Background: an optimization exercise with open tools, aiming at small area, a short achievable clock period and few clock cycles. Do not read the settings as production practice. RTL that was checked went through simulation tests only; none was proved equivalent to the original.

## run A
==> module gz_sbox, before the edit <==
module gz_sbox (
    input  wire [7:0] a,
    output wire [7:0] y
);
    wire U0 = a[7], U1 = a[6], U2 = a[5], U3 = a[4],
         U4 = a[3], U5 = a[2], U6 = a[1], U7 = a[0];
    wire T1, T2, T3, T4, T5, T6, T7, T8, T9, T10, T11, T12, T13, T14, T15, T16, T17, T18, T19, T20, T21, T22, T23, T24, T25, T26, T27, M1, M2, M3, M4, M5, M6, M7, M8, M9, M10, M11, M12, M13, M14, M15, M16, M17, M18, M19, M20, M21, M22, M23, M46, M47, M48, M49, M50, M51, M52, M53, M54, M55, M56, M57, M58, M59, M60, M61, M62, M63, N0, N1, N2, N3, N4, N5, N6, N7, N8, N9, N10, N11, N12, N13, N14, N15, N16, N17, N18, N19, N20, N21, N22, N23, N24, N25, N26, N27, N28, N29, N30, N31, N32, S0, S1, S2, S3, S4, S5, S6, S7, M37, M38, M39, M40, M41, M42, M43, M44, M45;
    assign T1 = U0 ^ U3;
    assign T2 = U0 ^ U5;
    assign T3 = U0 ^ U6;
    assign T4 = U3 ^ U5;
    assign T5 = U4 ^ U6;
    assign T6 = T1 ^ T5;
    assign T7 = U1 ^ U2;
    assign T8 = U7 ^ T6;
    assign T9 = U7 ^ T7;
    assign T10 = T6 ^ T7;
    assign T11 = U1 ^ U5;
    assign T12 = U2 ^ U5;
    assign T13 = T3 ^ T4;
    assign T14 = T6 ^ T11;
    assign T15 = T5 ^ T11;
    assign T16 = T5 ^ T12;
    assign T17 = T9 ^ T16;
    assign T18 = U3 ^ U7;
    assign T19 = T7 ^ T18;
    assign T20 = T1 ^ T19;
    assign T21 = U6 ^ U7;
    assign T22 = T7 ^ T21;
    assign T23 = T2 ^ T22;
    assign T24 = T2 ^ T10;
    assign T25 = T20 ^ T17;
    assign T26 = T3 ^ T16;
    assign T27 = T1 ^ T12;
    assign M1 = T13 & T6;
    assign M2 = T23 & T8;
    assign M3 = T14 ^ M1;
    assign M4 = T19 & U7;
    assign M5 = M4 ^ M1;
    assign M6 = T3 & T16;
    assign M7 = T22 & T9;
    assign M8 = T26 ^ M6;
    assign M9 = T20 & T17;
    assign M10 = M9 ^ M6;
    assign M11 = T1 & T15;
    assign M12 = T4 & T27;
    assign M13 = M12 ^ M11;
    assign M14 = T2 & T10;
    assign M15 = M14 ^ M11;
    assign M16 = M3 ^ M2;
    assign M17 = M5 ^ T24;
    assign M18 = M8 ^ M7;
    assign M19 = M10 ^ M15;
    assign M20 = M16 ^ M13;
    assign M21 = M17 ^ M15;
    assign M22 = M18 ^ M13;
    assign M23 = M19 ^ T25;
    assign M46 = M44 & T6;
    assign M47 = M40 & T8;
    assign M48 = M39 & U7;
    assign M49 = M43 & T16;
    assign M50 = M38 & T9;
    assign M51 = M37 & T17;
    assign M52 = M42 & T15;
    assign M53 = M45 & T27;
    assign M54 = M41 & T10;
    assign M55 = M44 & T13;
    assign M56 = M40 & T23;
    assign M57 = M39 & T19;
    assign M58 = M43 & T3;
    assign M59 = M38 & T22;
    assign M60 = M37 & T20;
    assign M61 = M42 & T1;
    assign M62 = M45 & T4;
    assign M63 = M41 & T2;
    assign N0 = M61 ^ M62;
    assign N1 = M56 ^ N0;
    assign N2 = M55 ^ N1;
    assign N3 = M49 ^ M50;
    assign N4 = M54 ^ M58;
    assign N5 = M46 ^ M48;
    assign N6 = M52 ^ M53;
    assign N7 = M46 ^ M47;
    assign N8 = M50 ^ M51;
    assign N9 = N5 ^ N8;
    assign N10 = M59 ^ N0;
    assign N11 = M53 ^ N4;
    assign N12 = M60 ^ N5;
    assign N13 = N11 ^ N12;
    assign N14 = N6 ^ N7;
    assign N15 = N14 ^ N2;
    assign N16 = N3 ^ N6;
    assign N17 = N16 ^ N2;
    assign N18 = N3 ^ N7;
    assign N19 = N2 ^ N18;
    assign N20 = N8 ^ N11;
    assign N21 = N20 ^ N10;
    assign N22 = N7 ^ N9;
    assign N23 = N22 ^ N2;
    assign N24 = M61 ^ M63;
    assign N25 = N6 ^ N24;
    assign N26 = N13 ^ N25;
    assign N27 = M58 ^ N3;
    assign N28 = N9 ^ N27;
    assign N29 = N28 ^ N10;
    assign N30 = M57 ^ N3;
    assign N31 = N1 ^ N30;
    assign N32 = N13 ^ N31;
    assign S0 = N17;
    assign S1 = ~N15;
    assign S2 = ~N26;
    assign S3 = N19;
    assign S4 = N23;
    assign S5 = N32;
    assign S6 = ~N21;
    assign S7 = ~N29;
    reg [8:0] inv;
    always @(*) begin
        case ({M20, M21, M22, M23})
            4'd0: inv = 9'b000000000;
            4'd1: inv = 9'b001111000;
            4'd2: inv = 9'b000110011;
            4'd3: inv = 9'b001001011;
            4'd4: inv = 9'b110011000;
            4'd5: inv = 9'b010100110;
            4'd6: inv = 9'b111010011;
            4'd7: inv = 9'b011011110;
            4'd8: inv = 9'b010010101;
            4'd9: inv = 9'b101110101;
            4'd10: inv = 9'b101000110;
            4'd11: inv = 9'b011101101;
            4'd12: inv = 9'b100001101;
            4'd13: inv = 9'b100111110;
            4'd14: inv = 9'b110101011;
            4'd15: inv = 9'b111100000;
        endcase
    end
    assign {M37, M38, M39, M40, M41, M42, M43, M44, M45} = inv;
    assign y = {S0, S1, S2, S3, S4, S5, S6, S7};
endmodule
==> flow/config.mk <==
export PLATFORM = sky130hd
export DESIGN_NAME = gz_cmac
export DESIGN_NICKNAME = gz_cmac
export VERILOG_FILES = /design/flow/design.v
export SDC_FILE = /design/flow/constraint.sdc
export NUM_CORES = 8
export LEC_CHECK = 0
export CAP_MARGIN = 20
export CORE_MARGIN = 2
export CORE_UTILIZATION = 40
export PLACE_DENSITY = 0.55
export SETUP_SLACK_MARGIN = 4
export SLEW_MARGIN = 20
==> flow/constraint.sdc <==
create_clock -name core_clock -period 10.0 [get_ports {clk}]
set_input_delay 2.0000 -clock core_clock [delete_from_list [all_inputs] [get_ports {clk}]]
set_output_delay 2.0000 -clock core_clock [all_outputs]
set_load 0.01 [all_outputs]
standard.sh (not shown) runs the stock make flow with config.mk's settings and CLKGATE_MAP_FILE= SYNTH_SCRIPT=/design/flow/synth_recipe.tcl, a recipe that flattens the netlist after the stock synthesis.
==> flow/flow/run.sh <==
#!/bin/bash
# Own flow: the standard layout (standard.sh), except that synthesis maps
# the logic with an area-oriented ABC script (flow/abc_map.script) instead of
# ORFS's delay script, which restructures the XOR networks of the S-boxes
# into much larger logic. Everything else, registers included, is the
# standard synthesis; placement, CTS and routing are standard.sh's, with
# plain buffers on the ports.
set -euo pipefail
W=$PWD
ABC_SCRIPT=$W/flow/abc_map.script
cat > $W/own_synth.tcl <<EOS
proc abc {args} {
  set i [lsearch \$args -script]
  if {\$i >= 0} { lset args [expr {\$i + 1}] $ABC_SCRIPT }
  foreach c {xor3_1 xor3_2 xor3_4 xnor3_1 xnor3_2 xnor3_4} {
    lappend args -dont_use sky130_fd_sc_hd__\$c
  }
  yosys abc {*}\$args
}
source $W/synth_recipe.tcl
EOS
sed "s|$W/synth_recipe.tcl|$W/own_synth.tcl|g" $W/standard.sh > $W/own_standard.sh
grep -q own_synth.tcl $W/own_standard.sh
bash $W/own_standard.sh synth > $W/synth.log 2>&1
# The ports' buffers are the platform's plain buf_1 instead of the buffer
# buffer_ports picks on its own (clkdlybuf4s50_1, a slow delay cell).
bash $W/own_standard.sh "BUFFER_PORTS_ARGS=-buffer_cell sky130_fd_sc_hd__buf_1" finish > $W/layout.log 2>&1
==> flow/flow/abc_map.script <==
&get -n
&st
&dch -f
&nf -R 1000
&put
Run A: no failed stages, no open violations at the end
Input-level comparison between run B and run A:
-- flow/design.v --
<<< run A, line 5
    wire U0 = a[7], U1 = a[6], U2 = a[5], U3 = a[4],
         U4 = a[3], U5 = a[2], U6 = a[1], U7 = a[0];
    wire T1, T2, T3, T4, T5, T6, T7, T8, T9, T10, T11, T12, T13, T14, T15, T16, T17, T18, T19, T20, T21, T22, T23, T24, T25, T26, T27, M1, M2, M3, M4, M5, M6, M7, M8, M9, M10, M11, M12, M13, M14, M15, M16, M17, M18, M19, M20, M21, M22, M23, M46, M47, M48, M49, M50, M51, M52, M53, M54, M55, M56, M57, M58, M59, M60, M61, M62, M63, N0, N1, N2, N3, N4, N5, N6, N7, N8, N9, N10, N11, N12, N13, N14, N15, N16, N17, N18, N19, N20, N21, N22, N23, N24, N25, N26, N27, N28, N29, N30, N31, N32, S0, S1, S2, S3, S4, S5, S6, S7, M37, M38, M39, M40, M41, M42, M43, M44, M45;
    assign T1 = U0 ^ U3;
    assign T2 = U0 ^ U5;
>>> run B, line 5
    wire U0 = a[7], U1 = a[6], U2 = a[5], U3 = a[4],
         U4 = a[3], U5 = a[2], U6 = a[1], U7 = a[0];
    wire T1, T2, T3, T4, T5, T6, T7, T8, T9, T10, T11, T12, T13, T14, T15, T16, T17, T18, T19, T20, T21, T22, T23, T24, T25, T26, T27, M1, M2, M3, M4, M5, M6, M7, M8, M9, M10, M11, M12, M13, M14, M15, M16, M17, M18, M19, M20, M21, M22, M23, M24, M25, M26, M27, M28, M29, M30, M31, M32, M33, M34, M35, M36, M37, M38, M39, M40, M41, M42, M43, M44, M45, M46, M47, M48, M49, M50, M51, M52, M53, M54, M55, M56, M57, M58, M59, M60, M61, M62, M63, N0, N1, N2, N3, N4, N5, N6, N7, N8, N9, N10, N11, N12, N13, N14, N15, N16, N17, N18, N19, N20, N21, N22, N23, N24, N25, N26, N27, N28, N29, N30, N31, N32, S0, S1, S2, S3, S4, S5, S6, S7;
    assign T1 = U0 ^ U3;
    assign T2 = U0 ^ U5;
<<< run A, line 56
    assign M22 = M18 ^ M13;
    assign M23 = M19 ^ T25;
    assign M46 = M44 & T6;
    assign M47 = M40 & T8;
>>> run B, line 56
    assign M22 = M18 ^ M13;
    assign M23 = M19 ^ T25;
    assign M24 = M22 ^ M23;
    assign M25 = M22 & M20;
    assign M26 = M21 ^ M25;
    assign M27 = M20 ^ M21;
    assign M28 = M23 ^ M25;
    assign M29 = M28 & M27;
    assign M30 = M26 & M24;
    assign M31 = M20 & M23;
    assign M32 = M27 & M31;
    assign M33 = M27 ^ M25;
    assign M34 = M21 & M22;
    assign M35 = M24 & M34;
    assign M36 = M24 ^ M25;
    assign M37 = M21 ^ M29;
    assign M38 = M32 ^ M33;
    assign M39 = M23 ^ M30;
    assign M40 = M35 ^ M36;
    assign M41 = M38 ^ M40;
    assign M42 = M37 ^ M39;
    assign M43 = M37 ^ M38;
    assign M44 = M39 ^ M40;
    assign M45 = M42 ^ M41;
    assign M46 = M44 & T6;
    assign M47 = M40 & T8;
<<< run A, line 115
    assign S6 = ~N21;
    assign S7 = ~N29;
    reg [8:0] inv;
    always @(*) begin
        case ({M20, M21, M22, M23})
            4'd0: inv = 9'b000000000;
            4'd1: inv = 9'b001111000;
            4'd2: inv = 9'b000110011;
            4'd3: inv = 9'b001001011;
            4'd4: inv = 9'b110011000;
            4'd5: inv = 9'b010100110;
            4'd6: inv = 9'b111010011;
            4'd7: inv = 9'b011011110;
            4'd8: inv = 9'b010010101;
            4'd9: inv = 9'b101110101;
            4'd10: inv = 9'b101000110;
            4'd11: inv = 9'b011101101;
            4'd12: inv = 9'b100001101;
            4'd13: inv = 9'b100111110;
            4'd14: inv = 9'b110101011;
            4'd15: inv = 9'b111100000;
        endcase
    end
    assign {M37, M38, M39, M40, M41, M42, M43, M44, M45} = inv;
    assign y = {S0, S1, S2, S3, S4, S5, S6, S7};
endmodule
>>> run B, line 137
    assign S6 = ~N21;
    assign S7 = ~N29;
    assign y = {S0, S1, S2, S3, S4, S5, S6, S7};
endmodule
## What came out
Of run B and run A, it is run B that has the lower number of design-rule violations left by the first detailed-router iteration. Run B vs run A — critical path depth climbed by more than 10%. In the tables for run A and run B, setup fix buffers added after clock tree synthesis reads lower with run B. Diff run A -> run B: routed length on met2 has decreased. Run B vs run A — fmax rose 0.63 MHz. What run A reported for synthesized cell count has to be multiplied by 0.939 to get the figure for run B. Run B vs run A on total non-filler cell area in the finished layout: run B is the lower one.
Testbench counts of run B, summed over its fixed seeds: cycles 27,258.
For run A, only the layout was checked, not whether the RTL still works.

gz_cmac, a different RTL version from the one above (not shown whole).
For scale: about 6,000 cells after synthesis, ~520 flip-flops, roughly 400 I/O pins, roughly 56,000 um2 of cells after synthesis.
==> module gz_cmac, before the edit <==
module gz_cmac (
    input  wire         clk,
    input  wire         rst,         
    input  wire         start,       
    input  wire [127:0] key,         
    output wire         idle,
    input  wire         in_valid,
    output wire         in_ready,
    input  wire [127:0] in_data,     
    input  wire         in_last,
    input  wire [4:0]   in_bytes,    
    output reg          tag_valid,
    output wire [127:0] tag
);
    localparam [2:0] S_IDLE = 3'd0, S_KEY = 3'd1, S_SUBK = 3'd2,
                     S_WAIT = 3'd3, S_ENC = 3'd4;
    reg [2:0]   state;
    reg [127:0] ckey;        
    reg [127:0] subl;        
    reg         lval;
    reg [127:0] st;          
    reg [127:0] rk;          
    reg [3:0]   rnd;         
    reg         last_q;
    wire r10    = (rnd == 4'd10);
    wire rounds = (state == S_SUBK) || (state == S_ENC);
    wire s_key  = (state == S_KEY);
    wire s_wait = (state == S_WAIT);
    assign idle     = (state == S_IDLE);
    assign in_ready = s_wait || (state == S_ENC && r10 && !last_q);
    wire take = in_valid && in_ready;
    wire [127:0] k1 = {subl[126:0], 1'b0} ^ (subl[127] ? 128'h87 : 128'h0);
    wire [127:0] k2 = {k1[126:0], 1'b0} ^ (k1[127] ? 128'h87 : 128'h0);
    reg [127:0] pad_mask;    
    reg [127:0] pad_bit;     
    integer b;
    always @(*) begin
        for (b = 0; b < 16; b = b + 1) begin
            pad_mask[127 - 8*b -: 8] = (b < in_bytes) ? 8'hff : 8'h00;
            pad_bit [127 - 8*b -: 8] = (b == in_bytes) ? 8'h80 : 8'h00;
        end
    end
    wire         lf   = in_ready && in_last && (in_bytes == 5'd16);
    wire         lp   = in_ready && in_last && (in_bytes != 5'd16);
    wire [127:0] keep = {128{in_ready}} & (in_last ? pad_mask : {128{1'b1}});
    wire [127:0] pbit = {128{in_ready && in_last}} & pad_bit;
    wire [127:0] kx   = ({128{lf}} & k1) | ({128{lp}} & k2);
    reg ks_new;
    reg [7:0] rcon;
    always @(*) begin
        case (ks_new ? 4'd0 : rnd)
            4'd0:  rcon = 8'h01;
            4'd1:  rcon = 8'h02;
            4'd2:  rcon = 8'h04;
            4'd3:  rcon = 8'h08;
            4'd4:  rcon = 8'h10;
            4'd5:  rcon = 8'h20;
            4'd6:  rcon = 8'h40;
            4'd7:  rcon = 8'h80;
            4'd8:  rcon = 8'h1b;
            4'd9:  rcon = 8'h36;
            default: rcon = 8'h00;
        endcase
    end
    wire [127:0] ks_in = ks_new ? ckey : rk;
    wire [31:0] w0 = ks_in[127:96];
    wire [31:0] w1 = ks_in[95:64];
    wire [31:0] w2 = ks_in[63:32];
    wire [31:0] w3 = ks_in[31:0];
    wire [31:0] sw;
    gz_sbox ks0 (.a(w3[23:16]), .y(sw[31:24]));
    gz_sbox ks1 (.a(w3[15:8]),  .y(sw[23:16]));
    gz_sbox ks2 (.a(w3[7:0]),   .y(sw[15:8]));
    gz_sbox ks3 (.a(w3[31:24]), .y(sw[7:0]));
    wire [31:0] n0 = w0 ^ sw ^ {rcon, 24'h0};
    wire [31:0] n1 = w1 ^ n0;
    wire [31:0] n2 = w2 ^ n1;
    wire [31:0] n3 = w3 ^ n2;
    wire [127:0] rk_next = {n0, n1, n2, n3};
    wire sel_mc = rounds && !r10;
    wire sel_sr = rounds && r10;
    wire [127:0] addk_k = (rounds ? rk : 128'h0) ^
                          ((in_ready || s_key) ? ckey : 128'h0);
    wire [127:0] addk   = (addk_k ^ kx) ^ ((in_data & keep) ^ pbit);
    wire [127:0] sb;
    genvar g;
    generate
        for (g = 0; g < 16; g = g + 1) begin : g_sb
            gz_sbox u_sb (.a(st[8*g+7 -: 8]), .y(sb[8*g+7 -: 8]));
        end
    endgenerate
    wire [127:0] sr;
    generate
        for (g = 0; g < 16; g = g + 1) begin : g_sr
            assign sr[127 - 8*g -: 8] = sb[127 - 8*((((g/4) + (g%4)) % 4)*4 + (g%4)) -: 8];
        end
    endgenerate
    function [7:0] xtime;
        input [7:0] v;
        xtime = {v[6:0], 1'b0} ^ (v[7] ? 8'h1b : 8'h00);
    endfunction
    wire         en_a = sel_mc || sel_sr;
    wire [127:0] ag   = sr & {128{en_a}};
    wire [127:0] mg   = sr & {128{sel_mc}};
    wire [127:0] st_next;
    generate
        for (g = 0; g < 4; g = g + 1) begin : g_mc
            wire [7:0] a0 = mg[127 - 32*g      -: 8];
            wire [7:0] a1 = mg[127 - 32*g -  8 -: 8];
            wire [7:0] a2 = mg[127 - 32*g - 16 -: 8];
            wire [7:0] a3 = mg[127 - 32*g - 24 -: 8];
            wire [7:0] p01 = a0 ^ a1;
            wire [7:0] p12 = a1 ^ a2;
            wire [7:0] p23 = a2 ^ a3;
            wire [7:0] p30 = a3 ^ a0;
            wire [7:0] t   = p01 ^ p23;
            wire [31:0] d  = {t ^ xtime(p01), t ^ xtime(p12),
                              t ^ xtime(p23), t ^ xtime(p30)};
            assign st_next[127 - 32*g -: 32] =
                (ag[127 - 32*g -: 32] ^ addk[127 - 32*g -: 32]) ^ d;
        end
    endgenerate
    wire st_en = s_key || (state == S_SUBK) || take ||
                 (state == S_ENC && !(r10 && !last_q));
    wire rk_en = s_key || take || sel_mc;
    always @(posedge clk) begin
        if (st_en)
            st <= st_next;
        if (rk_en)
            rk <= rk_next;
        if (idle && start)
            ckey <= key;
        if (state == S_SUBK && r10)
            subl <= st_next;
    end
    assign tag = tag_valid ? st : 128'h0;
    reg [2:0] state_d;
    reg [3:0] rnd_d;
    reg       lval_d;
    always @(*) begin
        state_d = state;
        rnd_d   = rnd;
        lval_d  = lval;
        if (sel_mc)
            rnd_d = rnd + 4'd1;
        if (take)
            rnd_d = 4'd1;
        case (state)
            S_IDLE: begin
                if (start) begin
                    lval_d  = lval && (key == ckey);
                    state_d = (lval && (key == ckey)) ? S_WAIT : S_KEY;
                end
            end
            S_KEY: begin
                rnd_d   = 4'd1;
                state_d = S_SUBK;
            end
            S_SUBK: begin
                if (r10) begin
                    lval_d  = 1'b1;
                    state_d = S_WAIT;
                end
            end
            S_WAIT: begin
                if (in_valid)
                    state_d = S_ENC;
            end
            S_ENC: begin
                if (r10 && last_q)
                    state_d = S_IDLE;
            end
            default: state_d = S_IDLE;
        endcase
    end
    always @(posedge clk) begin
        if (rst) begin
            state     <= S_IDLE;
            lval      <= 1'b0;
            rnd       <= 4'd0;
            last_q    <= 1'b0;
            tag_valid <= 1'b0;
            ks_new    <= 1'b0;
        end else begin
            state     <= state_d;
            lval      <= lval_d;
            rnd       <= rnd_d;
            tag_valid <= (state == S_ENC) && r10 && last_q;
            ks_new    <= (state_d == S_KEY) || (state_d == S_WAIT) ||
                         (state_d == S_ENC && rnd_d == 4'd10);
            if (take)
                last_q <= in_last;
        end
    end
endmodule
export LEC_CHECK = 0
export CAP_MARGIN = 20
export CORE_MARGIN = 2
export CORE_UTILIZATION = 40
export PLACE_DENSITY = 0.55
export SETUP_SLACK_MARGIN = 4
export SLEW_MARGIN = 20
create_clock -name core_clock -period 10.0 [get_ports {clk}]
==> flow/flow/abc_map.script <==
&get -n
&st
&dch
&nf
&put
Scripts as last shown in full above: flow/flow/run.sh
Testbench counts at the start, summed over its fixed seeds: cycles 27,193.
Change:
--- a/flow/design.v
+++ b/flow/design.v
@@ -165,5 +165,6 @@
     wire s_wait = (state == S_WAIT);
     assign idle     = (state == S_IDLE);
-    assign in_ready = s_wait || (state == S_ENC && r10 && !last_q);
+    reg rdy;                 
+    assign in_ready = rdy;
     wire take = in_valid && in_ready;
     wire [127:0] k1 = {subl[126:0], 1'b0} ^ (subl[127] ? 128'h87 : 128'h0);
@@ -275,8 +276,10 @@
     reg [3:0] rnd_d;
     reg       lval_d;
+    reg       last_d;
     always @(*) begin
         state_d = state;
         rnd_d   = rnd;
         lval_d  = lval;
+        last_d  = take ? in_last : last_q;
         if (sel_mc)
             rnd_d = rnd + 4'd1;
@@ -319,4 +322,5 @@
             tag_valid <= 1'b0;
             ks_new    <= 1'b0;
+            rdy       <= 1'b0;
         end else begin
             state     <= state_d;
@@ -326,6 +330,7 @@
             ks_new    <= (state_d == S_KEY) || (state_d == S_WAIT) ||
                          (state_d == S_ENC && rnd_d == 4'd10);
-            if (take)
-                last_q <= in_last;
+            rdy       <= (state_d == S_WAIT) ||
+                         (state_d == S_ENC && rnd_d == 4'd10 && !last_d);
+            last_q    <= last_d;
         end
     end
Result:
- The new run completed without violations
- clock skew grows by 5.2 ps
- routed wire length grows by 1.1%
- design area grows by about 2%
- die area grows by 0.31%
- non-clock buffer count grows by 49
- final cell count grows by about 1.1%
- hold slack gets worse by 33 ps
- register-to-register slack gets better by 40 ps
- worst setup slack gets better by 38 ps
- fmax grows by about 0.6%
- sequential cell count grows by 1
- utilization grows by 1.0 points
Function not checked in the second run of this note: the RTL went through the layout flow alone.

what the ideal ports hide:
How much do the figures lean on ideal ports? The routed layouts below were timed once more, with nothing changed but the port constraints. Step 1 sets driving cells, clkbuf_16 on the clock port and buf_2 on the other inputs (assumed; they add their load-dependent delay and slew). Step 2 times the ports against the registers' clock, not the clock port: input delays grow and output delays shrink by t, the midpoint of the rising clock arrivals with the driver on. Slacks: no drivers / after step 1 / after step 2; pairs: no drivers / after step 1.
| run | shift t [ns] | slack for setup (ns) | worst setup path at the end | slew at the worst register clock pin (ns) | worst slew at a driven data input, ns |
|---|---|---|---|---|---|
| run A | 0.720 | 4.087 / 4.087 / 3.568 | input to register | 0.07 / 0.07 | 0.18 |
| run B | 0.712 | 4.109 / 4.109 / 3.588 | input to register | 0.07 / 0.07 | 0.20 |
| the first run of note 2 | 0.760 | 4.052 / 4.052 / 3.548 | input to register | 0.07 / 0.07 | 0.22 |
| the second run of note 2 | 0.749 | 4.089 / 4.089 / 3.770 | input to register | 0.07 / 0.07 | 0.22 |
After both steps every run listed still meets setup and hold. For run B, which loses most, drivers alone change the setup slack by 0.000 ns; drivers and shift together by -0.521 ns.
